This is an optimization exercise on Yosys and OpenROAD, whose aim is small area, a short achievable clock period and few clock cycles per item, not a production implementation. Function was checked by simulation only, so behaviour that the tests miss may differ from the original.

## flow/design.v (module list and top-level ports; edited modules follow where they fit)
// module casub_flit_enc: 1885 lines
module casub_flit_enc (
    input  wire        clk,
    input  wire        rst,         
    input  wire        in_valid,
    output wire        in_ready,
    input  wire [63:0] in_data,
    output wire        out_valid,
    input  wire        out_ready,
    output wire [63:0] out_data,
    output wire        out_last
);
  // ...
==> flow/flow/run.sh <==
#!/bin/bash
set -euo pipefail
bash standard.sh SETUP_SLACK_MARGIN=6 finish > flow_standard.log 2>&1
==> flow/standard.sh <==
#!/bin/bash
# synth_recipe.tcl (not shown) runs the flow's synth.tcl, then flattens the netlist and writes it again
# the make line also repeats each setting of config.mk as NAME=value (left out here)
make -C /OpenROAD-flow-scripts/flow DESIGN_CONFIG=/design/flow/config.mk WORK_HOME=/design/flow/orfs CLKGATE_MAP_FILE= SYNTH_SCRIPT=/design/flow/synth_recipe.tcl "${@:-finish}"
==> flow/config.mk <==
export PLATFORM = sky130hd
export DESIGN_NAME = casub_flit_enc
export DESIGN_NICKNAME = casub_flit_enc
export VERILOG_FILES = /design/flow/design.v
export SDC_FILE = /design/flow/constraint.sdc
export NUM_CORES = 4
export LEC_CHECK = 0
export CAP_MARGIN = 20
export CORE_MARGIN = 2
export CORE_UTILIZATION = 40
export PLACE_DENSITY = 0.6
export SLEW_MARGIN = 20
==> flow/constraint.sdc <==
create_clock -name core_clock -period 10.0 [get_ports {clk}]
set_input_delay 2.0000 -clock core_clock [delete_from_list [all_inputs] [get_ports {clk}]]
set_output_delay 2.0000 -clock core_clock [all_outputs]
set_load 0.01 [all_outputs]
==> metrics.cfg, run 1 <==
[synthesis]
yosysUniqueCellTypes=46
synth_xor_area_share_pct=58.80

[cells_and_area]
final_common_cell=xnor2_1
clkbuf_count=58
dominant-cell-class=multi-input combinational cells
clk_share_pct=4.180
signal_buffers=219

[critical_path]
critical_path.cell_chain=clkdlybuf4s50_1
cp_num_buf_inv=1
reg2reg_to=out_q[63]$_DFFE_PN_
worstRegToRegCells=8

[floorplan]
die_w_um=281.5

[drt]
met1_length_um=48970
routed_wl_um=119900
antenna_left=0

[clock_network]
cts-root-buf=clkbuf_16
clkSlewWorstSetupHoldPaths_ps=60
htreeDepth=2

[outcome]
status=no timing/DRC/antenna violations

[min_path]
min_to=sk_q[12]$_DFF_P_

[global_route]
grt_pass1_wl_um=168500

[timing]
setup_viol_count_final=0

Testbench counts, summed over its fixed seeds: cycles 12,296, flits 384.
==> run 2, diff against run 1 <==
==> flow/flow/run.sh (replaced) <==
#!/bin/bash
set -euo pipefail
bash standard.sh SETUP_SLACK_MARGIN=6.8 finish > flow_standard.log 2>&1
==> run 2 against run 1 <==
  * First-iteration DRC count increased by 16%
  * Global-route usage increased by 1.4 points
  * Synthesized cell count unchanged
  * Flip-flop and latch count unchanged
  * Clock-buffer cell count decreased by 2
  * Cell count increased by 7.3%
  * Still clean on timing, DRC and antenna
  * Wire length increased by 5.8%
  * Highest routed layer unchanged
  * Critical path type is now register to register
  * Sequential share of layout area decreased by 3.0 points
  * Via count increased by 7.9%
  * Setup slack improved by 570 ps
==> metrics.cfg, run 2 <==
[outcome]
status=no timing/DRC/antenna violations  ; unchanged

[cells_and_area]
final_common_cell=xnor2_1  ; unchanged
final_core_util_pct=54.11  ; was 46.35%
final_cell_mix=979 x xnor2_1, 331 x buf_4, 314 x nor2_1, 264 x dfxtp_1, 220 x xnor2_2  ; was 1169 x xnor2_1, 314 x nor2_1, 266 x dfxtp_1, 246 x xor2_1, 133 x clkdlybuf4s50_1
drive_above_1_share_pct=30.32  ; was 12.67%
fin_nets=3558  ; was 3242
area_delta_synth_final_pct=33.66  ; was 14.50%
diodes=0  ; unchanged

[synthesis]
synth.most_common_cell=xnor2_1  ; unchanged
synth_fp_nets=3081  ; unchanged
synth_edf_count=64  ; unchanged
syn_inst=3010  ; unchanged
ys_warn_count=1  ; unchanged
yosys.area.top_type=xnor2_1  ; unchanged
synth_seq_cells=332  ; unchanged
yosysUniqueCellTypes=46  ; unchanged
async_flop_share_pct=0  ; unchanged
synth_top_flop_cell=dfxtp_1  ; unchanged
synth_area_leaders=xnor2_1 33%, dfxtp_1 17%, xnor3_1 7.7%  ; unchanged
syn_area_um2=30800  ; unchanged
yosysSeqAreaShare_pct=23.66  ; unchanged
synth_commonest_cells=1173 x xnor2_1, 318 x nor2_1, 268 x dfxtp_1  ; unchanged
synth_top_area_share_pct=33.36  ; unchanged
syn_area_per_cell_um2=10.23  ; unchanged

[global_route]
overflow=0  ; unchanged
grtUsageTotal_pct=31.46  ; was 30.05%
grt_pass1_wl_um=176300  ; was 168500 um
grt_pass1_vias=23590  ; was 22222
antenna_found_initial=0  ; was 1
grt_max_degree=71  ; was 76

[drt]
routed_wl_um=126900  ; was 119900 um
route.detailed.drc=0  ; unchanged
drt_first_iter_violations=2841  ; was 2447
antenna_left=0  ; unchanged
wl_per_cell_um=27.92  ; was 28.32 um
vias=24404  ; was 22608
vias_per_cell=5.368  ; was 5.338
drtPass1Iterations=6  ; was 7

[clock_network]
htreeDepth=2  ; unchanged
cts-root-buf=clkbuf_16  ; unchanged
clock_path_buffers=3  ; unchanged
cts_tree=done  ; unchanged
cts_hold_buf=0  ; unchanged
clock_sinks=332  ; unchanged
clock_latency_ps=580  ; was 590 ps
cts-buffers-inserted=40  ; was 42
clkSlewWorstSetupHoldPaths_ps=60  ; about the same

[critical_path]
cp_max_fo=7  ; was 4
arrival_ps=3670  ; was 1930 ps
slowest_delay_ps=620  ; was 700 ps
worstRegToRegCells=10  ; was 8
end_kind=register  ; was output port
r2r_slack_ps=6640  ; was 6080 ps
r2r-start=out_q[13]$_DFFE_PN_  ; was out_q[45]$_DFFE_PN_
critPathKind=register to register  ; was register to output port
critical_path.cell_chain=buf_4 > xnor2_2 > buf_4 > xnor3_2 > xnor2_1 > xnor2_1 > xnor2_1 > xnor2_1 > a21oi_1 > a21oi_1  ; was clkdlybuf4s50_1
critPathSlowestCell=xnor2_1  ; was edfxtp_1
reg2reg_to=out_q[51]$_DFFE_PN_  ; was out_q[63]$_DFFE_PN_
crit_top_cell=xnor2_1
start_kind=register  ; unchanged
crit_start=out_q[13]$_DFFE_PN_  ; was out_q[23]$_DFFE_PN_
worstPathRequired_ps=10310  ; was 8000 ps

[floorplan]
coreArea_um2=76080  ; unchanged
io_pins=135  ; unchanged
die_h_um=281.5  ; unchanged
initial_utilization_pct=40.48  ; unchanged
row_count=101  ; unchanged
die_w_um=281.5  ; unchanged
die_area_um2=79230  ; unchanged

[placement]
globalplace.congestion=1.054  ; was 1.073
hpwlAfterDp_um=94050  ; was 93180 um
portBuffers=134  ; unchanged

[timing]
min_period_over_period_pct=33.56  ; was 39.25%
setup_viol_count_final=0  ; unchanged
grt_setup_unrepaired=yes  ; was no
fmax_mhz=298.0  ; was 254.8 MHz
drv_slew=0  ; unchanged
finalClockSkew_ps=22.77  ; was 23.65 ps
whs_ps=471.8  ; was 471.4 ps
hold_violations=0  ; unchanged
timing.slew.headroom_pct=35.23  ; was 23.67%
layout_min_cycle_time_ps=3356  ; was 3925 ps
fin_setup_tns_ps=0  ; unchanged
tightest_slew_ps=964.6  ; was 1137 ps

[min_path]
min-delay-start=sk_q[63]$_DFF_P_  ; was sk_q[12]$_DFF_P_
min_to=sk_q[63]$_DFF_P_  ; was sk_q[12]$_DFF_P_
worstHoldPathCells=1  ; unchanged
worst_hold_path_type=register to register  ; unchanged

[job]
drv_cap=0  ; unchanged

==> run 2: worst max-delay path: cells and delay by family (launching register included) <==
family                 cells  cell delay [ps]
flip-flops                 1              490
buffers and inverters      2              460
XOR/XNOR                   6             1800
AO/OA/AOI/OAI              2              330
==> run 2: worst max-delay path by stage <==
stage | to | slack [ps] | depth (start not counted)
floorplan | beat[3]$_SDFFE_PP0N_ | 6860 | 6
global placement | beat[3]$_SDFFE_PP0N_ | 5710 | 7
detailed placement | beat[3]$_SDFFE_PP0N_ | 5690 | 7
CTS | out_data[17] | 6640 | 1
global route | out_q[10]$_DFFE_PN_ | 6630 | 12
finish | out_q[51]$_DFFE_PN_ | 6640 | 10
==> run 2: what timing repair did <==
item | 4_1_cts | 5_1_grt
pin swaps | 62 | 59
setup endpoints to repair | 309 | 127
gates cloned | 1 | 2
resized for setup | 544 | 190
buffers inserted | 219 | 98
==> run 2: cell type report <==
class                   instances  area (um2)
inverters                      10       37.54
clock inverters                15       201.4
well taps                    1030        1289
clock buffers                  56        1122
multi-input cells            2567       26430
flip-flops and latches        332        7297
fillers                      6794       34910
repair buffers                536        4785
==> run 2: metal layers <==
metal | share of wire (%) | vias to the layer above | wire length [um] | GRT usage, %
li1 | - | 10833 | - | -
met1 | 40 | 11934 | 50770 | 40.54
met2 | 46 | 1314 | 58280 | 50.67
met3 | 8.0 | 323 | 10200 | 5.063
met4 | 6.0 | 0 | 7663 | 16.71
met5 | 0 | - | 0 | 0
==> run 2: metrics by stage <==
stage                     area, um2  setup WS, ps  cells
after global routing          41160          6633   4546
after floorplan               30800          6856   3010
after CTS                     38880          6638   4446
after detailed placement      33720          5686   4155
after global placement        33700          5714   4154
final                         41160          6644   4546
==> run 2: cell families (layout without fill, tap and decap cells) <==
logic type / after synthesis / count (layout) / share of synthesized area [%]
and+or+nand+nor: 429 / 430 / 5.517
adders and majority gates: 3 / 3 / 0.1219
buffers and inverters: 112 / 617 / 1.385
AOI/OAI and AO/OA: 297 / 297 / 5.936
muxes: 133 / 133 / 4.579
DFF: 332 / 332 / 23.66
xor gates and xnor gates: 1704 / 1704 / 58.80
==> run 3, diff against run 2 <==
==> flow/flow/run.sh (replaced) <==
#!/bin/bash
set -euo pipefail
bash standard.sh SETUP_SLACK_MARGIN=6.4 'BUFFER_PORTS_ARGS=-buffer_cell sky130_fd_sc_hd__buf_1' finish > flow_standard.log 2>&1
==> run 3 against run 2 <==
  * Cell count is 6.4% lower
  * Final area is 14% lower
  * Maximum frequency is 9.9% lower
  * Synthesized cell count stayed put
  * First-iteration DRC count is 14% lower
  * Global-route usage is 1.3 points lower
  * Highest routed layer unchanged
==> metrics.cfg, run 3 <==
[drt]
routed_wl_um=120700  ; was 126900 um
dr_wl_met2_um=55080  ; was 58280 um
route.detailed.drc=0  ; unchanged
drtPass1Iterations=6  ; unchanged
drt_first_iter_violations=2437  ; was 2841
route.met3.wl_um=10100  ; was 10200 um
wl_per_cell_um=28.36  ; was 27.92 um
vias_per_cell=5.333  ; was 5.368
antenna_left=0  ; unchanged
met1_length_um=48820  ; was 50770 um
top_layer=met4  ; unchanged
vias=22699  ; was 24404

[global_route]
grtUsageTotal_pct=30.17  ; was 31.46%
overflow=0  ; unchanged
grt_pass1_vias=22292  ; was 23590
antenna_found_initial=0  ; unchanged
grt_pass1_wl_um=169300  ; was 176300 um
grt_max_degree=73  ; was 71

[min_path]
min_to=sk_q[61]$_DFF_P_  ; was sk_q[63]$_DFF_P_
min-delay-start=sk_q[61]$_DFF_P_  ; was sk_q[63]$_DFF_P_
worstHoldPathCells=1  ; unchanged
worst_hold_path_type=register to register  ; unchanged

[critical_path]
critPathSlowestCell=edfxtp_1  ; was xnor2_1
arrival_ps=4140  ; was 3670 ps
cp_max_fo=5  ; was 7
reg2reg_to=out_q[62]$_DFFE_PN_  ; was out_q[51]$_DFFE_PN_
r2r-start=out_q[32]$_DFFE_PN_  ; was out_q[13]$_DFFE_PN_
end_kind=register  ; unchanged
worstPathRequired_ps=10410  ; was 10310 ps
start_kind=register  ; unchanged
r2r_slack_ps=6280  ; was 6640 ps
worstRegToRegCells=9  ; was 10
critical_path.cell_chain=xnor2_4 > buf_4 > xor2_1 > xor2_2 > xnor2_1 > xnor3_1 > xnor2_1 > a21oi_1 > a21oi_1  ; was buf_4 > xnor2_2 > buf_4 > xnor3_2 > xnor2_1 > xnor2_1 > xnor2_1 > xnor2_1 > a21oi_1 > a21oi_1
critPathKind=register to register  ; unchanged
slowest_delay_ps=560  ; was 620 ps

[synthesis]
synth_top_flop_cell=dfxtp_1  ; unchanged
syn_inst=3010  ; unchanged
syn_area_per_cell_um2=10.23  ; unchanged
syn_area_um2=30800  ; unchanged
synth_edf_count=64  ; unchanged
synth_top_family_by_area=XOR/XNOR gates  ; unchanged
synth_fp_nets=3081  ; unchanged
async_flop_share_pct=0  ; unchanged
synth-compound-area-share_pct=5.936  ; unchanged
synth_top_area_share_pct=33.36  ; unchanged
ys_warn_count=1  ; unchanged
yosysSeqAreaShare_pct=23.66  ; unchanged
synth.area.mux_share_pct=4.579  ; unchanged
synth.most_common_cell=xnor2_1  ; unchanged
synth-simple-area-share_pct=5.517  ; unchanged
yosysUniqueCellTypes=46  ; unchanged
synth_seq_cells=332  ; unchanged
synth_fa_ha_area_share_pct=0.1219  ; unchanged
synth_commonest_cells=1173 x xnor2_1, 318 x nor2_1, 268 x dfxtp_1  ; unchanged
synth_area_leaders=xnor2_1 33%, dfxtp_1 17%, xnor3_1 7.7%  ; unchanged
yosys.area.top_type=xnor2_1  ; unchanged
synth_xor_area_share_pct=58.80  ; unchanged

[placement]
portBuffers=134  ; unchanged
pre_cts_slack_ps=5809  ; was 5686 ps
hpwlAfterDp_um=93700  ; was 94050 um
globalplace.congestion=1.046  ; was 1.054

[timing]
fmax_mhz=268.6  ; was 298.0 MHz
setup_viol_count_final=0  ; unchanged
finalClockSkew_ps=16.21  ; was 22.77 ps
hold_violations=0  ; unchanged
min_period_over_period_pct=37.24  ; was 33.56%
fin_setup_tns_ps=0  ; unchanged
grt_setup_unrepaired=yes  ; unchanged
final.setup.worst_slack_ps=6276  ; was 6644 ps
tightest_slew_ps=1042  ; was 964.6 ps
drv_slew=0  ; unchanged
layout_min_cycle_time_ps=3724  ; was 3356 ps
timing.slew.headroom_pct=30.01  ; was 35.23%

[clock_network]
cts-root-buf=clkbuf_16  ; unchanged
clkSlewWorstSetupHoldPaths_ps=60  ; about the same
clock_sinks=332  ; unchanged
cts_tree=done  ; unchanged
cts-buffers-inserted=40  ; unchanged
clock_latency_ps=580  ; about the same
cts_hold_buf=0  ; unchanged
htreeDepth=2  ; unchanged
clock_path_buffers=3  ; unchanged

[cells_and_area]
area_delta_synth_final_pct=14.58  ; was 33.66%
final_common_cell=xnor2_1  ; unchanged
final_cell_mix=1139 x xnor2_1, 314 x nor2_1, 266 x dfxtp_1, 237 x xor2_1, 133 x buf_1  ; was 979 x xnor2_1, 331 x buf_4, 314 x nor2_1, 264 x dfxtp_1, 220 x xnor2_2
diodes=0  ; unchanged
drive_above_1_share_pct=14.63  ; was 30.32%
fin_nets=3268  ; was 3558

[outcome]
status=no timing/DRC/antenna violations  ; unchanged

[floorplan]
die_h_um=281.5  ; unchanged
coreArea_um2=76080  ; unchanged
initial_utilization_pct=40.48  ; unchanged
die_area_um2=79230  ; unchanged
die_w_um=281.5  ; unchanged
row_count=101  ; unchanged
io_pins=135  ; unchanged

[job]
drv_cap=0  ; unchanged

## run 3: worst max-delay path: cells and delay by family, from the launching register on
kind                      cells  cell delay [ps]
AOI/OAI and AO/OA             2              330
buffers and inverters         1              200
DFF                           1              560
xor gates and xnor gates      6             2460
## run 3: per-stage QoR
step | instance area (um2) | instances | utilization [%] | hold WS [ps]
2_1_floorplan | 30800 | 3010 | - | 448.8
3_3_place_gp | 32870 | 4153 | 43.21 | 455.1
3_5_place_dp | 32870 | 4153 | 43.21 | 464.5
4_1_cts | 34620 | 4232 | 45.51 | 478.2
5_1_grt | 35290 | 4256 | 46.38 | 484.9
6_report | 35290 | 4256 | 46.38 | 474.5
## run 3: logic make-up (layout without fill, tap and decap cells)
| family | Yosys count | after routing |
|---|---|---|
| compound gates | 297 | 297 |
| xor+xnor | 1704 | 1704 |
| fa+ha+maj | 3 | 3 |
| buf+inv | 112 | 328 |
| flops | 332 | 332 |
| mux | 133 | 133 |
| simple gates | 429 | 429 |
## run 3: layer usage
layer	track usage, %	vias up
met2	48.87	1197
met3	4.988	265
met5	0	-
met4	13.98	0
li1	-	10263
met1	39.29	10974
## run 3: final cells by class
cell class | count | area (um2)
well taps | 1030 | 1289
flip-flops and latches | 332 | 7295
clock buffers | 57 | 1156
clock inverters | 14 | 147.6
inverters | 10 | 37.54
fillers | 7396 | 40790
multi-input cells | 2566 | 23930
repair buffers | 247 | 1434
## run 3: how the worst max path moves through the flow
stage,from,slack (ps),end
2_1_floorplan,out_ready,6360,beat[3]$_SDFFE_PP0N_
3_3_place_gp,rst,5840,fd$_SDFF_PP0_
3_5_place_dp,rst,5810,fd$_SDFF_PP0_
4_1_cts,out_q[3]$_DFFE_PN_,6260,out_q[23]$_DFFE_PN_
5_1_grt,out_q[7]$_DFFE_PN_,6270,out_q[23]$_DFFE_PN_
6_report,out_q[32]$_DFFE_PN_,6280,out_q[62]$_DFFE_PN_
## run 3: what timing repair did
item	4_1_cts	5_1_grt
buffers inserted	8	24
resized for setup	41	50
pin swaps	4	9
endpoints found under the setup margin	50	44
==> run 4, diff against run 3 <==
==> flow/flow/run.sh (replaced) <==
#!/bin/bash
set -euo pipefail
bash standard.sh SETUP_SLACK_MARGIN=6.4 'BUFFER_PORTS_ARGS=-buffer_cell sky130_fd_sc_hd__buf_1' 'CTS_BUF_LIST=sky130_fd_sc_hd__clkbuf_8' finish > flow_standard.log 2>&1
==> run 4 against run 3 <==
  * Flip-flop and latch count is the same
  * Via count grew 0.45%
  * First-iteration DRC count grew 0.57%
  * Non-clock buffer count shrank 1
  * Register-to-register slack is essentially flat
  * Maximum frequency grew 0.30%
  * Global-route usage grew 0.13 points
  * Largest cell class unchanged
==> metrics.cfg, run 4 <==
[clock_network]
cts-buffers-inserted=66  ; was 40
cts_hold_buf=0  ; unchanged
htreeDepth=3  ; was 2
cts-root-buf=clkbuf_8  ; was clkbuf_16
clock_sinks=332  ; unchanged
clkSlewWorstSetupHoldPaths_ps=60  ; about the same
clock_latency_ps=690  ; was 580 ps
clock_path_buffers=3  ; unchanged
cts_tree=done  ; unchanged

[cells_and_area]
fin_nets=3293  ; was 3268
final_common_cell=xnor2_1  ; unchanged
final_cell_mix=1140 x xnor2_1, 314 x nor2_1, 266 x dfxtp_1, 237 x xor2_1, 130 x buf_1  ; was 1139 x xnor2_1, 314 x nor2_1, 266 x dfxtp_1, 237 x xor2_1, 133 x buf_1
nFillCells=7417  ; was 7396
drive_above_1_share_pct=15.51  ; was 14.63%
area_delta_synth_final_pct=14.46  ; was 14.58%
diodes=0  ; unchanged
final_core_util_pct=46.34  ; was 46.38%
seq_area_um2=7295  ; unchanged
multi_input_area_um2=23880  ; was 23930 um2

[synthesis]
syn_area_per_cell_um2=10.23  ; unchanged
async_flop_share_pct=0  ; unchanged
yosysUniqueCellTypes=46  ; unchanged
synth_top_flop_cell=dfxtp_1  ; unchanged
synth_area_leaders=xnor2_1 33%, dfxtp_1 17%, xnor3_1 7.7%  ; unchanged
syn_inst=3010  ; unchanged
synth_edf_count=64  ; unchanged
synth_top_area_share_pct=33.36  ; unchanged
synth_seq_cells=332  ; unchanged
yosysSeqAreaShare_pct=23.66  ; unchanged
synth_commonest_cells=1173 x xnor2_1, 318 x nor2_1, 268 x dfxtp_1  ; unchanged
ys_warn_count=1  ; unchanged
syn_area_um2=30800  ; unchanged
synth.most_common_cell=xnor2_1  ; unchanged
yosys.area.top_type=xnor2_1  ; unchanged
synth_fp_nets=3081  ; unchanged

[placement]
portBuffers=134  ; unchanged
globalplace.congestion=1.046  ; unchanged
hpwlAfterDp_um=93700  ; unchanged

[global_route]
grt_max_degree=73  ; unchanged
grtUsageTotal_pct=30.30  ; was 30.17%
grt_pass1_vias=22495  ; was 22292
grt_pass1_wl_um=169700  ; was 169300 um
overflow=0  ; unchanged
antenna_found_initial=0  ; unchanged

[drt]
drt_first_iter_violations=2451  ; was 2437
vias_per_cell=5.295  ; was 5.333
antenna_left=0  ; unchanged
vias=22802  ; was 22699
wl_per_cell_um=28.12  ; was 28.36 um
drtPass1Iterations=6  ; unchanged
routed_wl_um=121100  ; was 120700 um
route.detailed.drc=0  ; unchanged

[floorplan]
row_count=101  ; unchanged
die_h_um=281.5  ; unchanged
coreArea_um2=76080  ; unchanged
io_pins=135  ; unchanged
die_area_um2=79230  ; unchanged
die_w_um=281.5  ; unchanged
initial_utilization_pct=40.48  ; unchanged

[timing]
grt_setup_unrepaired=yes  ; unchanged
layout_min_cycle_time_ps=3712  ; was 3724 ps
tightest_slew_ps=1136  ; was 1042 ps
hold_violations=0  ; unchanged
setup_viol_count_final=0  ; unchanged
fin_setup_tns_ps=0  ; unchanged
finalClockSkew_ps=30.45  ; was 16.21 ps
min_period_over_period_pct=37.12  ; was 37.24%
drv_slew=0  ; unchanged
timing.slew.headroom_pct=23.74  ; was 30.01%
fmax_mhz=269.4  ; was 268.6 MHz

[min_path]
worstHoldPathCells=1  ; unchanged
min-delay-start=sk_q[16]$_DFF_P_  ; was sk_q[61]$_DFF_P_
min_to=sk_q[16]$_DFF_P_  ; was sk_q[61]$_DFF_P_
worst_hold_path_type=register to register  ; unchanged

[critical_path]
cp_max_fo=5  ; unchanged
end_kind=register  ; unchanged
worstRegToRegCells=9  ; unchanged
critPathKind=register to register  ; unchanged
reg2reg_to=out_q[62]$_DFFE_PN_  ; unchanged
arrival_ps=4250  ; was 4140 ps
start_kind=register  ; unchanged
r2r_slack_ps=6290  ; was 6280 ps
worstPathRequired_ps=10540  ; was 10410 ps
r2r-start=out_q[32]$_DFFE_PN_  ; unchanged

[outcome]
status=no timing/DRC/antenna violations  ; unchanged

[job]
drv_cap=0  ; unchanged

==> run 4: final cells by class <==
cell class	instances	share of cell area [%]
clock inverter	43	0.7773
multi-input combinational	2566	67.73
clock buffer	79	3.085
timing repair buffer	246	3.951
tap	1030	3.656
sequential	332	20.69
inverter	10	0.1065
==> run 4: worst max-delay path by stage <==
stage	from	to
global placement	rst	fd$_SDFF_PP0_
global route	out_q[7]$_DFFE_PN_	out_q[23]$_DFFE_PN_
finish	out_q[32]$_DFFE_PN_	out_q[62]$_DFFE_PN_
CTS	out_q[46]$_DFFE_PN_	out_q[6]$_DFFE_PN_
floorplan	out_ready	beat[3]$_SDFFE_PP0N_
detailed placement	rst	fd$_SDFF_PP0_
==> run 4: kinds of logic (layout without fill, tap and decap cells) <==
logic type | count (synthesis) | in the layout | share of synthesized area [%]
compound gates | 297 | 297 | 5.936
fa+ha+maj | 3 | 3 | 0.1219
flops | 332 | 332 | 23.66
mux | 133 | 133 | 4.579
xor+xnor | 1704 | 1704 | 58.80
simple gates | 429 | 429 | 5.517
buf+inv | 112 | 378 | 1.385
==> run 4: repair_timing <==
item | 4_1_cts | 5_1_grt
buffers inserted | 10 | 21
resized for setup | 33 | 56
pin swaps | 4 | 7
endpoints found under the setup margin | 53 | 50
==> run 4: worst max-delay path, cell delays in order, from the launching register on <==
cell and delay (ps):
edfxtp_1 560, xnor2_4 510, buf_4 210, xor2_1 460, xor2_2 430, xnor2_1 200
xnor3_1 360, xnor2_1 490, a21oi_1 150, a21oi_1 180
==> run 4: stage by stage <==
step	cells	cell area, um2	hold slack, ps	setup WS, ps
finish	4306	35250	475.4	6288
global route	4306	35250	486.3	6291
CTS	4285	34620	479.1	6258
detailed placement	4153	32870	464.5	5809
global placement	4153	32870	455.1	5841
floorplan	3010	30800	448.8	6357
==> run 4: layer usage <==
metal | vias to the layer above | part of all wire [%] | routed length (um) | global-route usage, %
li1 | 10322 | - | - | -
met1 | 11007 | 41 | 49150 | 39.13
met2 | 1169 | 45 | 54580 | 48.64
met3 | 304 | 8.2 | 9914 | 5.220
met4 | 0 | 6.2 | 7454 | 15.53
met5 | - | 0 | 0 | 0
==> run 5, diff against run 4 <==
==> flow/flow/run.sh (replaced) <==
#!/bin/bash
set -euo pipefail
bash standard.sh SETUP_SLACK_MARGIN=6.4 finish > flow_standard.log 2>&1
==> run 5 against run 4 <==
  * Final area grew 3.8%
  * Global-route usage shrank 0.15 points
  * Hold slack lost 2.7 ps
  * Die area is the same
  * Cell count grew 0.26%
  * Critical endpoint is now out_q[18]$_DFFE_PN_
==> metrics.cfg, run 5 <==
[cells_and_area]
fin_area_um2=36580  ; was 35250 um2
diodes=0  ; unchanged
multi_input_area_um2=23820  ; was 23880 um2
final_common_cell=xnor2_1  ; unchanged
drive_above_1_share_pct=16.03  ; was 15.51%
seq_area_um2=7295  ; unchanged
area_delta_synth_final_pct=18.78  ; was 14.46%
final_core_util_pct=48.08  ; was 46.34%
final_cell_mix=1142 x xnor2_1, 314 x nor2_1, 266 x dfxtp_1, 239 x xor2_1, 161 x buf_4  ; was 1140 x xnor2_1, 314 x nor2_1, 266 x dfxtp_1, 237 x xor2_1, 130 x buf_1
nFillCells=7254  ; was 7417
fin_nets=3325  ; was 3293

[synthesis]
yosysUniqueCellTypes=46  ; unchanged
synth_fp_nets=3081  ; unchanged
synth_area_leaders=xnor2_1 33%, dfxtp_1 17%, xnor3_1 7.7%  ; unchanged
synth_top_area_share_pct=33.36  ; unchanged
synth_edf_count=64  ; unchanged
synth_commonest_cells=1173 x xnor2_1, 318 x nor2_1, 268 x dfxtp_1  ; unchanged
ys_warn_count=1  ; unchanged
async_flop_share_pct=0  ; unchanged
syn_area_per_cell_um2=10.23  ; unchanged
synth.most_common_cell=xnor2_1  ; unchanged
yosys.area.top_type=xnor2_1  ; unchanged
synth_seq_cells=332  ; unchanged
syn_area_um2=30800  ; unchanged
yosysSeqAreaShare_pct=23.66  ; unchanged
synth_top_flop_cell=dfxtp_1  ; unchanged
syn_inst=3010  ; unchanged

[clock_network]
htreeDepth=2  ; was 3
clock_sinks=332  ; unchanged
cts-root-buf=clkbuf_16  ; was clkbuf_8
cts_hold_buf=0  ; unchanged
clock_latency_ps=590  ; was 690 ps
clock_path_buffers=3  ; unchanged
clkSlewWorstSetupHoldPaths_ps=80  ; was 60 ps
cts-buffers-inserted=41  ; was 66
cts_tree=done  ; unchanged

[timing]
final.setup.worst_slack_ps=6306  ; was 6288 ps
timing.slew.headroom_pct=26.04  ; was 23.74%
finalClockSkew_ps=42.26  ; was 30.45 ps
fin_setup_tns_ps=0  ; unchanged
min_period_over_period_pct=36.94  ; was 37.12%
grt_setup_unrepaired=yes  ; unchanged
layout_min_cycle_time_ps=3694  ; was 3712 ps
drv_slew=0  ; unchanged
fmax_mhz=270.7  ; was 269.4 MHz
setup_viol_count_final=0  ; unchanged
tightest_slew_ps=1104  ; was 1136 ps
hold_violations=0  ; unchanged

[floorplan]
row_count=101  ; unchanged
io_pins=135  ; unchanged
coreArea_um2=76080  ; unchanged
die_area_um2=79230  ; unchanged
die_h_um=281.5  ; unchanged
initial_utilization_pct=40.48  ; unchanged
die_w_um=281.5  ; unchanged

[drt]
wl_per_cell_um=28.06  ; was 28.12 um
route.detailed.drc=0  ; unchanged
vias_per_cell=5.384  ; was 5.295
antenna_left=0  ; unchanged
vias=23243  ; was 22802
drt_first_iter_violations=2424  ; was 2451
routed_wl_um=121100  ; about the same
drtPass1Iterations=6  ; unchanged

[critical_path]
critical_path.cell_chain=buf_4 > xnor2_2 > buf_4 > xnor2_2 > xnor2_1 > xnor2_1 > xnor3_1 > nor2_1 > nor3_1  ; was xnor2_4 > buf_4 > xor2_1 > xor2_2 > xnor2_1 > xnor3_1 > xnor2_1 > a21oi_1 > a21oi_1
arrival_ps=4010  ; was 4250 ps
end_kind=register  ; unchanged
slowest_delay_ps=630  ; was 560 ps
critPathKind=register to register  ; unchanged
cp_max_fo=7  ; was 5
worstPathRequired_ps=10310  ; was 10540 ps
start_kind=register  ; unchanged
critPathSlowestCell=xnor3_1  ; was edfxtp_1

[placement]
pre_cts_slack_ps=5676  ; was 5809 ps
globalplace.congestion=1.052  ; was 1.046
portBuffers=134  ; unchanged
place_area_um2=33730  ; was 32870 um2
hpwlAfterDp_um=92570  ; was 93700 um

[global_route]
overflow=0  ; unchanged
antenna_found_initial=2  ; was 0
grt_pass1_wl_um=169300  ; was 169700 um
grtUsageTotal_pct=30.15  ; was 30.30%
grt_max_degree=99  ; was 73
grt_pass1_vias=22521  ; was 22495

[min_path]
worst_hold_path_type=register to register  ; unchanged

[job]
drv_cap=0  ; unchanged

[outcome]
status=no timing/DRC/antenna violations  ; unchanged

-- run 5: routing by layer --
metal  track usage (%)  routed length [um]  vias to the layer above
li1                  -                   -                    10400
met1             39.29               49060                    11225
met2             48.16               54490                     1278
met3             4.715               10060                      340
met4             15.82                7508                        0
met5                 0                   0                        -
-- run 5: repair_timing --
item	in CTS	in global routing
endpoints found under the setup margin	110	54
buffers inserted	69	16
pin swaps	8	3
resized for setup	73	39
gates cloned	0	0
-- run 5: area by class of cell --
cell class,instances,area share [%]
tap,1030,3.523
sequential,332,19.94
timing repair buffer,303,7.313
multi-input combinational,2566,65.11
clock buffer,56,3.414
clock inverter,20,0.5918
inverter,10,0.1026
-- run 5: kinds of logic after synthesis --
kind of cell | Yosys count | synth area share (%)
buf+inv | 112 | 1.385
xor+xnor | 1704 | 58.80
simple gates | 429 | 5.517
mux | 133 | 4.579
flops | 332 | 23.66
fa+ha+maj | 3 | 0.1219
compound gates | 297 | 5.936
-- run 5: path summary, 6_finish.rpt --
check	start	endpoint	slack (ps)	cells after the start
setup reg to reg	out_q[40]$_DFFE_PN_	out_q[18]$_DFFE_PN_	6310	9
setup / recovery	out_q[40]$_DFFE_PN_	out_q[18]$_DFFE_PN_	6310	9
hold reg to reg	sk_q[40]$_DFF_P_	sk_q[40]$_DFF_P_	470	1
hold / removal	sk_q[40]$_DFF_P_	sk_q[40]$_DFF_P_	470	1
-- run 5: worst max-delay path: cells and delay by family (launching register included) --
family	cells	cell delay, ps
DFF	1	410
buffers and inverters	2	390
and+or+nand+nor	2	220
xor gates and xnor gates	5	2370
-- run 5: metrics by stage --
step	std cells	hold WS [ps]
CTS	4301	475.0
floorplan	3010	448.8
global placement	4156	455.3
global route	4317	490.7
finish	4317	472.6
detailed placement	4156	461.7
==> run 6, diff against run 5 <==
==> flow/flow/run.sh (replaced) <==
#!/bin/bash
set -euo pipefail
bash standard.sh SETUP_SLACK_MARGIN=6.4 'BUFFER_PORTS_ARGS=-buffer_cell sky130_fd_sc_hd__buf_1' TNS_END_PERCENT=0 finish > flow_standard.log 2>&1
==> run 6 against run 5 <==
  * Still clean
  * Die area unchanged
  * Flip-flop and latch count unchanged
  * Synthesized cell count unchanged
  * Hold slack improved by 1.7 ps
  * Final area decreased by 5.5%
  * Critical path type unchanged
  * Critical endpoint is now out_q[57]$_DFFE_PN_
==> metrics.cfg, run 6 <==
[cells_and_area]
nFillCells=7468  ; was 7254
drive_above_1_share_pct=13.06  ; was 16.03%
fin_nets=3251  ; was 3325
fin_area_um2=34570  ; was 36580 um2
diodes=0  ; unchanged
final_common_cell=xnor2_1  ; unchanged
final_cell_mix=1161 x xnor2_1, 314 x nor2_1, 266 x dfxtp_1, 245 x xor2_1, 133 x buf_1  ; was 1142 x xnor2_1, 314 x nor2_1, 266 x dfxtp_1, 239 x xor2_1, 161 x buf_4
multi_input_area_um2=23390  ; was 23820 um2
seq_area_um2=7295  ; unchanged
area_delta_synth_final_pct=12.25  ; was 18.78%

[clock_network]
clock_sinks=332  ; unchanged
htreeDepth=2  ; unchanged
clkSlewWorstSetupHoldPaths_ps=60  ; was 80 ps
cts-root-buf=clkbuf_16  ; unchanged
clock_latency_ps=580  ; was 590 ps
cts_tree=done  ; unchanged
clock_path_buffers=3  ; unchanged
cts-buffers-inserted=40  ; was 41

[min_path]
worst_hold_path_type=register to register  ; unchanged

[placement]
place_area_um2=32870  ; was 33730 um2
hpwlAfterDp_um=93700  ; was 92570 um
globalplace.congestion=1.046  ; was 1.052
portBuffers=134  ; unchanged

[critical_path]
critical_path.cell_chain=xnor2_4 > buf_4 > xnor2_1 > xor2_1 > xnor3_1 > xnor2_1 > xnor2_1 > nor2_1 > nor3_1  ; was buf_4 > xnor2_2 > buf_4 > xnor2_2 > xnor2_1 > xnor2_1 > xnor3_1 > nor2_1 > nor3_1
end_kind=register  ; unchanged
critPathSlowestCell=xnor2_1  ; was xnor3_1
critPathKind=register to register  ; unchanged
start_kind=register  ; unchanged
worstPathRequired_ps=10400  ; was 10310 ps
crit_top_cell=xnor2_1
slowest_delay_ps=760  ; was 630 ps
cp_num_buf_inv=1  ; was 2
arrival_ps=4220  ; was 4010 ps
cp_top_family=XOR/XNOR gates  ; unchanged
cp_max_fo=5  ; was 7

[floorplan]
initial_utilization_pct=40.48  ; unchanged
coreArea_um2=76080  ; unchanged
io_pins=135  ; unchanged
die_h_um=281.5  ; unchanged
row_count=101  ; unchanged
die_w_um=281.5  ; unchanged
die_area_um2=79230  ; unchanged

[timing]
tightest_slew_ps=1099  ; was 1104 ps
min_period_over_period_pct=38.18  ; was 36.94%
layout_min_cycle_time_ps=3818  ; was 3694 ps
timing.slew.headroom_pct=26.24  ; was 26.04%
fmax_mhz=261.9  ; was 270.7 MHz
drv_slew=0  ; unchanged
finalClockSkew_ps=19.36  ; was 42.26 ps
setup_viol_count_final=0  ; unchanged
fin_setup_tns_ps=0  ; unchanged
whs_ps=474.4  ; was 472.6 ps
grt_setup_unrepaired=yes  ; unchanged
hold_violations=0  ; unchanged

[global_route]
grt_pass1_wl_um=168200  ; was 169300 um
antenna_found_initial=0  ; was 2
grtUsageTotal_pct=30.00  ; was 30.15%
overflow=0  ; unchanged
grt_pass1_vias=22205  ; was 22521
grt_max_degree=73  ; was 99

[synthesis]
yosysSeqAreaShare_pct=23.66  ; unchanged
synth_commonest_cells=1173 x xnor2_1, 318 x nor2_1, 268 x dfxtp_1  ; unchanged
ys_warn_count=1  ; unchanged
synth_area_leaders=xnor2_1 33%, dfxtp_1 17%, xnor3_1 7.7%  ; unchanged
synth_seq_cells=332  ; unchanged
synth_edf_count=64  ; unchanged
synth.most_common_cell=xnor2_1  ; unchanged
synth_fp_nets=3081  ; unchanged
yosysUniqueCellTypes=46  ; unchanged
syn_area_per_cell_um2=10.23  ; unchanged
synth_top_flop_cell=dfxtp_1  ; unchanged
yosys.area.top_type=xnor2_1  ; unchanged
synth_top_area_share_pct=33.36  ; unchanged
syn_area_um2=30800  ; unchanged
syn_inst=3010  ; unchanged
async_flop_share_pct=0  ; unchanged

[outcome]
status=no timing/DRC/antenna violations  ; unchanged

[drt]
route.detailed.drc=0  ; unchanged
drtPass1Iterations=6  ; unchanged
routed_wl_um=120100  ; was 121100 um
vias_per_cell=5.368  ; was 5.384
drt_first_iter_violations=2511  ; was 2424
wl_per_cell_um=28.34  ; was 28.06 um
antenna_left=0  ; unchanged
vias=22756  ; was 23243

[job]
drv_cap=0  ; unchanged

run 6: cell counts after synthesis:
No cell type changed its count.
run 6: what timing repair did:
item	4_1_cts	5_1_grt
gates resized for setup	9	18
endpoints found under the hold margin	0	0
setup buffers	1	14
pin swaps	1	3
cloned	0	0
endpoints found under the setup margin	50	69
hold buffers	0	0
run 6: layout make-up:
type                       count  share of cell area [%]
clock buffer                  57                   3.345
clock inverter                14                  0.4271
inverter                      10                  0.1086
multi-input combinational   2566                   67.67
sequential                   332                   21.10
tap                         1030                   3.728
timing repair buffer         230                   3.623
run 6: worst reg2reg max path, stage by stage, from the launching register on:
cell and delay [ps]:
edfxtp_1 540, xnor2_4 290, buf_4 220, xnor2_1 760, xor2_1 440, xnor3_1 490, xnor2_1 150, xnor2_1 450
nor2_1 110, nor3_1 190
run 6: path summary, 6_finish.rpt:
check / startpoint / end / slack [ps] / depth (start not counted)
setup / recovery: out_q[32]$_DFFE_PN_ / out_q[57]$_DFFE_PN_ / 6180 / 9
hold / removal: sk_q[1]$_DFF_P_ / sk_q[1]$_DFF_P_ / 470 / 1
setup reg to reg: out_q[32]$_DFFE_PN_ / out_q[57]$_DFFE_PN_ / 6180 / 9
hold reg to reg: sk_q[1]$_DFF_P_ / sk_q[1]$_DFF_P_ / 470 / 1
run 6: cells by family after synthesis:
group / after synthesis / share of synthesized area (%)
xor gates and xnor gates: 1704 / 58.80
and+or+nand+nor: 429 / 5.517
DFF: 332 / 23.66
AOI/OAI and AO/OA: 297 / 5.936
muxes: 133 / 4.579
buffers and inverters: 112 / 1.385
adders and majority gates: 3 / 0.1219
run 6: metrics by stage:
| stage | util (%) | setup slack, ps | std cells |
|---|---|---|---|
| after floorplan | - | 6357 | 3010 |
| after global placement | 43.21 | 5841 | 4153 |
| after detailed placement | 43.21 | 5809 | 4153 |
| after CTS | 45.04 | 6234 | 4225 |
| after global routing | 45.44 | 6194 | 4239 |
| final | 45.44 | 6182 | 4239 |
run 6: layer usage:
layer,part of all wire (%),vias to the layer above,global-route usage (%)
met1,41,11027,39.09
li1,-,10240,-
met4,5.5,0,13.61
met3,8.2,286,4.715
met5,0,-,0
met2,46,1203,48.88
==> run 7, diff against run 6 <==
==> flow/flow/run.sh (replaced) <==
#!/bin/bash
# The standard layout, except:
#  - synthesis is ORFS's synthesis script unchanged but with the ABC mapping
#    script replaced by flow/abc_map.script (area-oriented mapping that keeps
#    the XOR networks of the RTL); registers are mapped by the same dfflibmap
#    pass, so names and cell types match the standard synthesis;
set -euo pipefail
MARGIN=6.4
cp -r "$FLOW_HOME/scripts" myscripts
cp flow/abc_map.script myscripts/abc_speed.script
cp flow/abc_map.script myscripts/abc_area.script
bash standard.sh SCRIPTS_DIR="$PWD/myscripts" synth > flow_synth.log 2>&1
bash standard.sh SETUP_SLACK_MARGIN=$MARGIN finish > flow_standard.log 2>&1
==> flow/flow/abc_map.script (new file) <==
strash
dch -f
amap
==> run 7 against run 6 <==
  * Critical path depth up 5
  * Die area down 11%
  * Largest cell class unchanged
  * Synthesized cell count up 37%
  * Flip-flop and latch count unchanged
  * Clock-buffer cell count down 4
==> metrics.cfg, run 7 <==
[synthesis]
synth_top_flop_cell=dfxtp_1  ; unchanged
synth.most_common_cell=o22ai_1  ; was xnor2_1
yosysUniqueCellTypes=24  ; was 46
syn_inst=4129  ; was 3010
ys_warn_count=1  ; unchanged
synth_commonest_cells=895 x o22ai_1, 734 x nor2_1, 676 x a21oi_1  ; was 1173 x xnor2_1, 318 x nor2_1, 268 x dfxtp_1
syn_area_um2=27300  ; was 30800 um2
synth_seq_cells=332  ; unchanged
synth_fp_nets=4200  ; was 3081
syn_area_per_cell_um2=6.611  ; was 10.23 um2
yosysSeqAreaShare_pct=26.69  ; was 23.66%
synth_area_leaders=o22ai_1 21%, dfxtp_1 20%, a21oi_1 12%  ; was xnor2_1 33%, dfxtp_1 17%, xnor3_1 7.7%
synth_edf_count=64  ; unchanged
yosys.area.top_type=o22ai_1  ; was xnor2_1
async_flop_share_pct=0  ; unchanged
synth_top_area_share_pct=20.51  ; was 33.36%

[critical_path]
cp_num_buf_inv=4  ; was 1
critical_path.cell_chain=clkinv_2 > o22ai_4 > buf_8 > buf_12 > buf_4 > o22ai_1 > a21oi_1 > o21ai_0 > nor2_1 > a21oi_1 > o21ai_1 > a22oi_1 > nor2_1 > o32a_1  ; was xnor2_4 > buf_4 > xnor2_1 > xor2_1 > xnor3_1 > xnor2_1 > xnor2_1 > nor2_1 > nor3_1
critPathKind=register to register  ; unchanged
cp_top_family=compound AO/OA/AOI/OAI gates  ; was XOR/XNOR gates
slowest_delay_ps=870  ; was 760 ps
critPathSlowestCell=o22ai_1  ; was xnor2_1
worstPathRequired_ps=10390  ; was 10400 ps
start_kind=register  ; unchanged
arrival_ps=4350  ; was 4220 ps
end_kind=register  ; unchanged
cp_max_fo=4  ; was 5

[clock_network]
cts-root-buf=clkbuf_16  ; unchanged
clock_latency_ps=650  ; was 580 ps
htreeDepth=2  ; unchanged
cts-buffers-inserted=39  ; was 40
cts_tree=done  ; unchanged
cts_hold_buf=0  ; unchanged
clock_sinks=332  ; unchanged
clock_path_buffers=3  ; unchanged
clkSlewWorstSetupHoldPaths_ps=70  ; was 60 ps

[timing]
tightest_slew_ps=1125  ; was 1099 ps
fin_setup_tns_ps=0  ; unchanged
grt_setup_unrepaired=yes  ; unchanged
finalClockSkew_ps=60.02  ; was 19.36 ps
hold_violations=0  ; unchanged
layout_min_cycle_time_ps=3962  ; was 3818 ps
timing.slew.headroom_pct=25.02  ; was 26.24%
fmax_mhz=252.4  ; was 261.9 MHz
min_period_over_period_pct=39.62  ; was 38.18%
final.setup.worst_slack_ps=6038  ; was 6182 ps
drv_slew=0  ; unchanged
setup_viol_count_final=0  ; unchanged

[placement]
portBuffers=134  ; unchanged
hpwlAfterDp_um=143900  ; was 93700 um
pre_cts_slack_ps=2873  ; was 5809 ps
dpl.cell_count=5326  ; was 4153
place_area_um2=31290  ; was 32870 um2
globalplace.congestion=1.187  ; was 1.046

[cells_and_area]
final_cell_mix=678 x nor2_1, 648 x buf_4, 466 x a21oi_1, 434 x o22ai_1, 319 x o22ai_4  ; was 1161 x xnor2_1, 314 x nor2_1, 266 x dfxtp_1, 245 x xor2_1, 133 x buf_1
drive_above_1_share_pct=42.40  ; was 13.06%
fin_cells=6096  ; was 4239
nFillCells=5091  ; was 7468
area_delta_synth_final_pct=74.96  ; was 12.25%
final_common_cell=nor2_1  ; was xnor2_1
fin_area_um2=47760  ; was 34570 um2
seq_area_um2=7315  ; was 7295 um2
multi_input_area_um2=25290  ; was 23390 um2
fin_nets=5263  ; was 3251

[global_route]
grtUsageTotal_pct=57.20  ; was 30.00%
overflow=0  ; unchanged
antenna_found_initial=3  ; was 0
grt_pass1_wl_um=287200  ; was 168200 um
grt_max_degree=154  ; was 73
grt_pass1_vias=38263  ; was 22205

[drt]
antenna_left=0  ; unchanged
wl_per_cell_um=35.39  ; was 28.34 um
vias_per_cell=7.242  ; was 5.368
routed_wl_um=215700  ; was 120100 um
route.detailed.drc=0  ; unchanged
drtPass1Iterations=17  ; was 6
vias=44147  ; was 22756
drt_first_iter_violations=8385  ; was 2511

[floorplan]
die_area_um2=70350  ; was 79230 um2
io_pins=135  ; unchanged
row_count=95  ; was 101
die_w_um=265.2  ; was 281.5 um
die_h_um=265.2  ; was 281.5 um
coreArea_um2=67400  ; was 76080 um2
initial_utilization_pct=40.50  ; was 40.48%

[job]
drv_cap=0  ; unchanged

[outcome]
status=no timing/DRC/antenna violations  ; unchanged

[min_path]
worst_hold_path_type=register to register  ; unchanged

## run 7: logic make-up after synthesis
| family | Yosys count | synth area share (%) |
|---|---|---|
| XOR/XNOR | 46 | 1.476 |
| buffers and inverters | 562 | 7.728 |
| adder cells (fa/ha/maj) | 3 | 0.1375 |
| flip-flops | 332 | 26.69 |
| AND/OR/NAND/NOR | 972 | 13.42 |
| AO/OA/AOI/OAI | 2214 | 50.55 |
## run 7: worst paths after layout
kind                            from                   to  slack (ps)  cells past startpoint
setup / recovery  out_q[7]$_DFFE_PN_  out_q[20]$_DFFE_PN_        6040                     14
hold / removal       sk_q[5]$_DFF_P_      sk_q[5]$_DFF_P_         470                      1
setup reg to reg  out_q[7]$_DFFE_PN_  out_q[20]$_DFFE_PN_        6040                     14
hold reg to reg      sk_q[5]$_DFF_P_      sk_q[5]$_DFF_P_         470                      1
## run 7: final cells by class
cell class	count	area share, %
timing repair buffer	1020	19.68
inverter	562	7.167
clock inverter	18	0.2803
multi-input combinational	3236	52.94
sequential	332	15.31
tap	873	2.287
antenna	1	0.005239
timing repair inverter	1	0.01834
clock buffer	53	2.305
## run 7: metrics by stage
stage,util (%),hold WS (ps)
6_report,70.87,466.2
5_1_grt,70.86,489.2
4_1_cts,63.97,463.9
3_5_place_dp,46.43,450.1
3_3_place_gp,46.42,444.9
2_1_floorplan,-,435.4
## run 7: repair_timing
action,in CTS,in global routing
setup buffers,437,259
resized for setup,1646,661
gates cloned,2,0
pin swaps,267,239
setup endpoints to repair,337,122
## run 7: routing by layer
| layer | up-vias | track usage (%) | wire (um) |
|---|---|---|---|
| met5 | - | 2.633 | 378 |
| met4 | 12 | 42.91 | 23430 |
| met3 | 1580 | 30.79 | 38900 |
| met2 | 4466 | 77.94 | 81810 |
| met1 | 20031 | 66.71 | 71210 |
| li1 | 18058 | - | - |
## run 7: worst register-to-register path: cells and delay by family, from the launching register on
family / cells / cell delay (ps)
buffers and inverters: 4 / 610
AOI/OAI and AO/OA: 8 / 2470
and+or+nand+nor: 2 / 160
DFF: 1 / 480
==> run 8, diff against run 7 <==
==> flow/flow/abc_map.script (replaced) <==
strash
dch
map -a
topo
stime -c
==> run 8 against run 7 <==
  * Register-to-register slack improved by 330 ps
  * Die area rose by 7.0%
  * Synthesized cell count fell by 7.1%
  * Non-clock buffer count fell by 757
  * Largest cell class unchanged
==> metrics.cfg, run 8 <==
[outcome]
status=no timing/DRC/antenna violations  ; unchanged

[critical_path]
arrival_ps=3920  ; was 4350 ps
setup.worst_path.end=out_q[28]$_DFFE_PN_  ; was out_q[20]$_DFFE_PN_
worstPathRequired_ps=10280  ; was 10390 ps
r2r_slack_ps=6360  ; was 6040 ps
start_kind=register  ; unchanged
slowest_delay_ps=520  ; was 870 ps
path_depth=12  ; was 14
end_kind=register  ; unchanged
worstRegToRegCells=12  ; was 14
critPathSlowestCell=xnor2_4  ; was o22ai_1
cp_max_fo=6  ; was 4
critPathKind=register to register  ; unchanged
crit_top_cell=xnor2_2
critical_path.cell_chain=clkinv_1 > nand2_1 > nand2_1 > xnor2_4 > xor2_1 > xnor2_2 > xor2_2 > buf_4 > xnor2_2 > xnor2_2 > o21ai_0 > a31oi_1  ; was clkinv_2 > o22ai_4 > buf_8 > buf_12 > buf_4 > o22ai_1 > a21oi_1 > o21ai_0 > nor2_1 > a21oi_1 > o21ai_1 > a22oi_1 > nor2_1 > o32a_1
reg2reg_to=out_q[28]$_DFFE_PN_  ; was out_q[20]$_DFFE_PN_
cp_top_family=XOR/XNOR gates  ; was compound AO/OA/AOI/OAI gates
cp_num_buf_inv=2  ; was 4
crit_start=out_q[25]$_DFFE_PN_  ; was out_q[7]$_DFFE_PN_
r2r-start=out_q[25]$_DFFE_PN_  ; was out_q[7]$_DFFE_PN_

[cells_and_area]
drive_above_1_share_pct=17.34  ; was 42.40%
nFillCells=7123  ; was 5091
final_common_cell=xor2_1  ; was nor2_1
fin_nets=4217  ; was 5263
final_cell_mix=816 x xor2_1, 734 x nand2_1, 451 x xnor2_1, 265 x dfxtp_1, 256 x a21oi_1  ; was 678 x nor2_1, 648 x buf_4, 466 x a21oi_1, 434 x o22ai_1, 319 x o22ai_4
final_core_util_pct=51.41  ; was 70.87%
area_delta_synth_final_pct=27.82  ; was 74.96%
diodes=0  ; was 1

[synthesis]
synth_seq_cells=332  ; unchanged
synth_area_leaders=xor2_1 29%, dfxtp_1 18%, xnor2_1 16%  ; was o22ai_1 21%, dfxtp_1 20%, a21oi_1 12%
synth_edf_count=64  ; unchanged
yosys.area.top_type=xor2_1  ; was o22ai_1
syn_inst=3837  ; was 4129
syn_area_um2=29240  ; was 27300 um2
synth_top_area_share_pct=29.17  ; was 20.51%
yosysUniqueCellTypes=16  ; was 24
async_flop_share_pct=0  ; unchanged
synth_commonest_cells=974 x xor2_1, 905 x nand2_1, 519 x xnor2_1  ; was 895 x o22ai_1, 734 x nor2_1, 676 x a21oi_1
ys_warn_count=1  ; unchanged
synth_top_flop_cell=dfxtp_1  ; unchanged
yosysSeqAreaShare_pct=24.92  ; was 26.69%
syn_area_per_cell_um2=7.621  ; was 6.611 um2
synth_fp_nets=3908  ; was 4200
synth.most_common_cell=xor2_1  ; was o22ai_1

[drt]
wl_per_cell_um=26.74  ; was 35.39 um
vias=27342  ; was 44147
antenna_left=0  ; unchanged
route.detailed.drc=0  ; unchanged
drt_first_iter_violations=2454  ; was 8385
vias_per_cell=5.320  ; was 7.242
routed_wl_um=137400  ; was 215700 um
drtPass1Iterations=5  ; was 17

[clock_network]
cts-root-buf=clkbuf_16  ; unchanged
clkSlewWorstSetupHoldPaths_ps=60  ; was 70 ps
clock_path_buffers=3  ; unchanged
htreeDepth=2  ; unchanged
cts_tree=done  ; unchanged
clock_latency_ps=590  ; was 650 ps
cts_hold_buf=0  ; unchanged
cts-buffers-inserted=43  ; was 39
clock_sinks=332  ; unchanged

[timing]
min_period_over_period_pct=36.37  ; was 39.62%
layout_min_cycle_time_ps=3637  ; was 3962 ps
setup_viol_count_final=0  ; unchanged
fmax_mhz=274.9  ; was 252.4 MHz
drv_slew=0  ; unchanged
tightest_slew_ps=999.4  ; was 1125 ps
fin_setup_tns_ps=0  ; unchanged
final.setup.worst_slack_ps=6363  ; was 6038 ps
finalClockSkew_ps=27.30  ; was 60.02 ps
grt_setup_unrepaired=yes  ; unchanged
timing.slew.headroom_pct=32.90  ; was 25.02%
hold_violations=0  ; unchanged

[floorplan]
coreArea_um2=72710  ; was 67400 um2
initial_utilization_pct=40.22  ; was 40.50%
die_area_um2=75280  ; was 70350 um2
io_pins=135  ; unchanged
die_w_um=274.4  ; was 265.2 um
die_h_um=274.4  ; was 265.2 um
row_count=99  ; was 95

[global_route]
grt_pass1_wl_um=191200  ; was 287200 um
grt_pass1_vias=25954  ; was 38263
antenna_found_initial=0  ; was 3
overflow=0  ; unchanged
grt_max_degree=87  ; was 154
grtUsageTotal_pct=35.77  ; was 57.20%

[placement]
hpwlAfterDp_um=106900  ; was 143900 um
pre_cts_slack_ps=5132  ; was 2873 ps
globalplace.congestion=1.077  ; was 1.187
portBuffers=134  ; unchanged

[job]
drv_cap=0  ; unchanged

[min_path]
worst_hold_path_type=register to register  ; unchanged
worstHoldPathCells=2  ; was 1

## run 8: how the worst min path moves through the flow
stage / start / to / slack [ps]
2_1_floorplan: sk_q[61]$_DFF_P_ / sk_q[61]$_DFF_P_ / 420
3_3_place_gp: sk_q[29]$_DFF_P_ / sk_q[29]$_DFF_P_ / 430
3_5_place_dp: sk_q[61]$_DFF_P_ / sk_q[61]$_DFF_P_ / 430
4_1_cts: sk_q[61]$_DFF_P_ / sk_q[61]$_DFF_P_ / 450
5_1_grt: sk_q[61]$_DFF_P_ / sk_q[61]$_DFF_P_ / 460
6_report: sk_q[24]$_DFF_P_ / sk_q[24]$_DFF_P_ / 450
## run 8: tightest hold or removal path: stages (launching register included)
cell	delay, ps
dfxtp_1	300
nand2_1	40
nand2_1	70
## run 8: cell families after synthesis
family	Yosys count	synth area share [%]
AO/OA/AOI/OAI	615	11.33
XOR/XNOR	1493	44.72
adder cells (fa/ha/maj)	3	0.1284
buffers and inverters	260	3.337
flip-flops	332	24.92
AND/OR/NAND/NOR	1134	15.56
## run 8: area by class of cell
| type | count | area, um2 | share of cell area, % |
|---|---|---|---|
| clock inverter | 19 | 140.1 | 0.3749 |
| tap | 959 | 1200 | 3.210 |
| timing repair buffer | 263 | 2397 | 6.414 |
| sequential | 332 | 7293 | 19.51 |
| multi-input combinational | 3246 | 24060 | 64.37 |
| clock buffer | 60 | 1252 | 3.351 |
| inverter | 260 | 1036 | 2.772 |
## run 8: per-layer routing
metal / routed length, um / GRT usage (%) / up-vias / share of wire (%)
met2: 63090 / 58.69 / 1226 / 46
met1: 55810 / 45.22 / 12972 / 41
met4: 9823 / 20.80 / 0 / 7.1
met3: 8698 / 4.352 / 357 / 6.3
met5: 0 / 0 / - / 0
li1: - / - / 12787 / -
## run 8: timing repair
| item | CTS | global route |
|---|---|---|
| resized for setup | 374 | 214 |
| pin swaps | 17 | 29 |
| gates cloned | 1 | 0 |
| setup buffers | 39 | 46 |
| hold endpoints to repair | 0 | 0 |
| endpoints found under the setup margin | 295 | 187 |
## run 8: per-stage QoR
step	std cells	instance area (um2)	hold slack, ps
after floorplan	3837	29310	419.2
after global placement	4974	32200	434.5
after detailed placement	4974	32200	434.1
after CTS	5093	35800	450.0
after global routing	5139	37380	461.8
final	5139	37380	451.3
==> run 9, diff against run 8 <==
==> flow/flow/run.sh (replaced) <==
#!/bin/bash
# The standard layout, except:
#  - synthesis is ORFS's synthesis script unchanged but with the ABC mapping
#    script replaced by flow/abc_map.script (area-oriented mapping, then
#    buffering and sizing); registers are mapped by the same dfflibmap pass,
#    so their names and cell types match the standard synthesis;
set -euo pipefail
cp -r "$FLOW_HOME/scripts" myscripts
cp flow/abc_map.script myscripts/abc_speed.script
cp flow/abc_map.script myscripts/abc_area.script
bash standard.sh SCRIPTS_DIR="$PWD/myscripts" synth > flow_synth.log 2>&1
bash standard.sh SETUP_SLACK_MARGIN=6.4 'BUFFER_PORTS_ARGS=-buffer_cell sky130_fd_sc_hd__buf_1' finish > flow_standard.log 2>&1
==> flow/flow/abc_map.script (replaced) <==
strash
dch -f
amap
buffer -c
topo
upsize -c
dnsize -c
==> run 9 against run 8 <==
  * Sequential share of layout area is 3.3 points lower
  * First-iteration DRC count grew to 2.7 times the previous value
  * Wire length increased by 47%
  * Synthesized area is 1.3% higher
  * Synthesized cell count increased by 11%
  * Critical path depth is 6 higher
  * Die area increased by 1.3%
  * Final area rose by 21%
  * Clock skew rose by 8.4 ps
  * Flip-flop and latch count unchanged
  * Critical path type unchanged
  * Largest cell class unchanged
==> metrics.cfg, run 9 <==
[timing]
min_period_over_period_pct=39.04  ; was 36.37%
finalClockSkew_ps=35.69  ; was 27.30 ps
tightest_slew_ps=1062  ; was 999.4 ps
fin_setup_tns_ps=0  ; unchanged
timing.slew.headroom_pct=29.22  ; was 32.90%
drv_slew=0  ; unchanged
hold_violations=0  ; unchanged
fmax_mhz=256.1  ; was 274.9 MHz
setup_viol_count_final=0  ; unchanged
grt_setup_unrepaired=yes  ; unchanged
layout_min_cycle_time_ps=3904  ; was 3637 ps

[synthesis]
ys_warn_count=1  ; unchanged
synth_seq_cells=332  ; unchanged
synth.most_common_cell=nor2_1  ; was xor2_1
syn_area_um2=29620  ; was 29240 um2
synth_top_area_share_pct=18.11  ; was 29.17%
yosys.area.top_type=dfxtp_1  ; was xor2_1
synth_commonest_cells=732 x nor2_1, 710 x o22ai_1, 637 x a21oi_1  ; was 974 x xor2_1, 905 x nand2_1, 519 x xnor2_1
yosysSeqAreaShare_pct=24.60  ; was 24.92%
synth_top_flop_cell=dfxtp_1  ; unchanged
synth_area_leaders=dfxtp_1 18%, o22ai_1 15%, a21oi_1 11%  ; was xor2_1 29%, dfxtp_1 18%, xnor2_1 16%
synth_edf_count=64  ; unchanged
synth_fp_nets=4332  ; was 3908
syn_area_per_cell_um2=6.952  ; was 7.621 um2

[cells_and_area]
final_core_util_pct=61.70  ; was 51.41%
seq_area_um2=7297  ; was 7293 um2
drive_above_1_share_pct=42.29  ; was 17.34%
fin_nets=5129  ; was 4217
nFillCells=6630  ; was 7123
final_common_cell=nor2_1  ; was xor2_1
final_cell_mix=685 x nor2_1, 601 x buf_4, 479 x a21oi_1, 438 x o22ai_1, 321 x o22ai_4  ; was 816 x xor2_1, 734 x nand2_1, 451 x xnor2_1, 265 x dfxtp_1, 256 x a21oi_1

[drt]
antenna_left=0  ; unchanged
drtPass1Iterations=9  ; was 5
vias_per_cell=6.786  ; was 5.320
wl_per_cell_um=33.31  ; was 26.74 um
routed_wl_um=201500  ; was 137400 um

[floorplan]
die_h_um=276.1  ; was 274.4 um
row_count=99  ; unchanged
io_pins=135  ; unchanged
die_w_um=276.1  ; was 274.4 um
coreArea_um2=73080  ; was 72710 um2

[critical_path]
crit_start=out_q[9]$_DFFE_PN_  ; was out_q[25]$_DFFE_PN_
critPathSlowestCell=edfxtp_1  ; was xnor2_4
cp_max_fo=5  ; was 6
critPathKind=register to register  ; unchanged
r2r-start=out_q[9]$_DFFE_PN_  ; was out_q[25]$_DFFE_PN_
slowest_delay_ps=450  ; was 520 ps
critical_path.cell_chain=buf_6 > o22ai_4 > inv_4 > o22ai_4 > buf_12 > inv_8 > buf_6 > o22ai_4 > nor2_1 > a21oi_2 > nor2_2 > a21oi_4 > nor2_1 > a21oi_2 > a21oi_1 > a22oi_1 > nor2_1 > o32a_1  ; was clkinv_1 > nand2_1 > nand2_1 > xnor2_4 > xor2_1 > xnor2_2 > xor2_2 > buf_4 > xnor2_2 > xnor2_2 > o21ai_0 > a31oi_1
start_kind=register  ; unchanged

[placement]
globalplace.congestion=1.198  ; was 1.077
dpl.cell_count=5298  ; was 4974
portBuffers=134  ; unchanged
hpwlAfterDp_um=140100  ; was 106900 um

[global_route]
overflow=0  ; unchanged
grtUsageTotal_pct=49.49  ; was 35.77%
grt_pass1_vias=34469  ; was 25954
grt_max_degree=92  ; was 87
grt_pass1_wl_um=269800  ; was 191200 um
antenna_found_initial=4  ; was 0

[min_path]
min-delay-start=sk_q[56]$_DFF_P_  ; was sk_q[24]$_DFF_P_
worst_hold_path_type=register to register  ; unchanged

[outcome]
status=no timing/DRC/antenna violations  ; unchanged

[clock_network]
clock_sinks=332  ; unchanged
clkSlewWorstSetupHoldPaths_ps=60  ; about the same
cts-root-buf=clkbuf_16  ; unchanged
cts-buffers-inserted=40  ; was 43

[job]
drv_cap=0  ; unchanged

run 9: layout make-up:
class,instances,share of cell area (%)
antenna,1,0.005549
clock buffer,59,2.542
clock inverter,14,0.2719
inverter,562,5.877
multi-input combinational,3236,56.36
sequential,332,16.18
tap,959,2.661
timing repair buffer,886,16.10
run 9: worst paths after layout:
kind	end	slack, ps	cells past startpoint
max reg2reg	out_q[45]$_DFFE_PN_	6100	18
max	out_q[45]$_DFFE_PN_	6100	18
min reg2reg	sk_q[56]$_DFF_P_	460	1
min	sk_q[56]$_DFF_P_	460	1
run 9: per-stage QoR:
step           hold slack (ps)  cell area (um2)
2_1_floorplan            435.4            29640
3_3_place_gp             447.9            31460
3_5_place_dp             451.5            31460
4_1_cts                  465.0            39130
5_1_grt                  474.3            45090
6_report                 462.8            45090
run 9: timing repair:
item | in CTS | in global routing
cloned | 0 | 1
setup endpoints to repair | 255 | 113
hold buffers | 0 | 0
pin swaps | 172 | 254
buffers inserted | 322 | 354
resized for setup | 698 | 696
run 9: worst max-delay path, delay by kind of cell (launching register included):
family                 cells  cell delay, ps
AOI/OAI and AO/OA          9            2200
buffers and inverters      5             630
DFF                        1             450
and+or+nand+nor            4             350
run 9: kinds of logic after synthesis:
family                   after synthesis  synth area share, %
buffers and inverters                694                8.993
AO/OA/AOI/OAI                       2214                52.53
flip-flops                           332                24.60
XOR/XNOR                              46                1.360
adder cells (fa/ha/maj)                3               0.1267
AND/OR/NAND/NOR                      972                12.38
run 9: layer usage:
metal	GRT usage (%)	share of wire [%]	vias to the layer above
met4	31.64	8.9	6
met3	22.52	16	954
met1	62.80	37	19033
met2	67.06	38	3338
met5	0.06254	0.042	-
li1	-	-	17720

## afterwards: timing with drivers on the ports
In the flow no input, the clock included, has a driving cell. The finished layouts below were timed again as built, in two steps. Step 1 assumes that a clkbuf_16 drives the clock port and a buf_2 every other input. Step 2 also shifts input and output timing later by t, the mid clock arrival at the registers, as if the neighbouring blocks saw the same clock. Slacks: no drivers / after step 1 / after step 2; pairs: no drivers / after step 1.
| run | t (ns) | slack for setup (ns) | hold slack, ns |
|---|---|---|---|
| run 1 | 0.638 | 6.075 / 6.010 / 6.043 | 0.471 / 0.471 / 0.471 |
| run 2 | 0.635 | 6.644 / 6.578 / 6.238 | 0.472 / 0.472 / 0.472 |
| run 3 | 0.632 | 6.276 / 6.276 / 5.983 | 0.474 / 0.474 / 0.474 |
| run 4 | 0.734 | 6.288 / 6.288 / 5.860 | 0.475 / 0.475 / 0.475 |
| run 5 | 0.635 | 6.306 / 6.306 / 5.948 | 0.473 / 0.473 / 0.473 |
| run 6 | 0.633 | 6.182 / 6.182 / 5.843 | 0.474 / 0.474 / 0.474 |
| run 7 | 0.696 | 6.038 / 6.038 / 5.750 | 0.466 / 0.466 / 0.466 |
| run 8 | 0.648 | 6.363 / 6.344 / 5.955 | 0.451 / 0.451 / 0.451 |
| run 9 | 0.679 | 6.096 / 6.096 / 5.818 | 0.463 / 0.463 / 0.463 |
After both steps setup and hold are still met in every run listed. For run 4, which loses most, drivers alone change the setup slack by 0.000 ns; drivers and shift together by -0.428 ns.
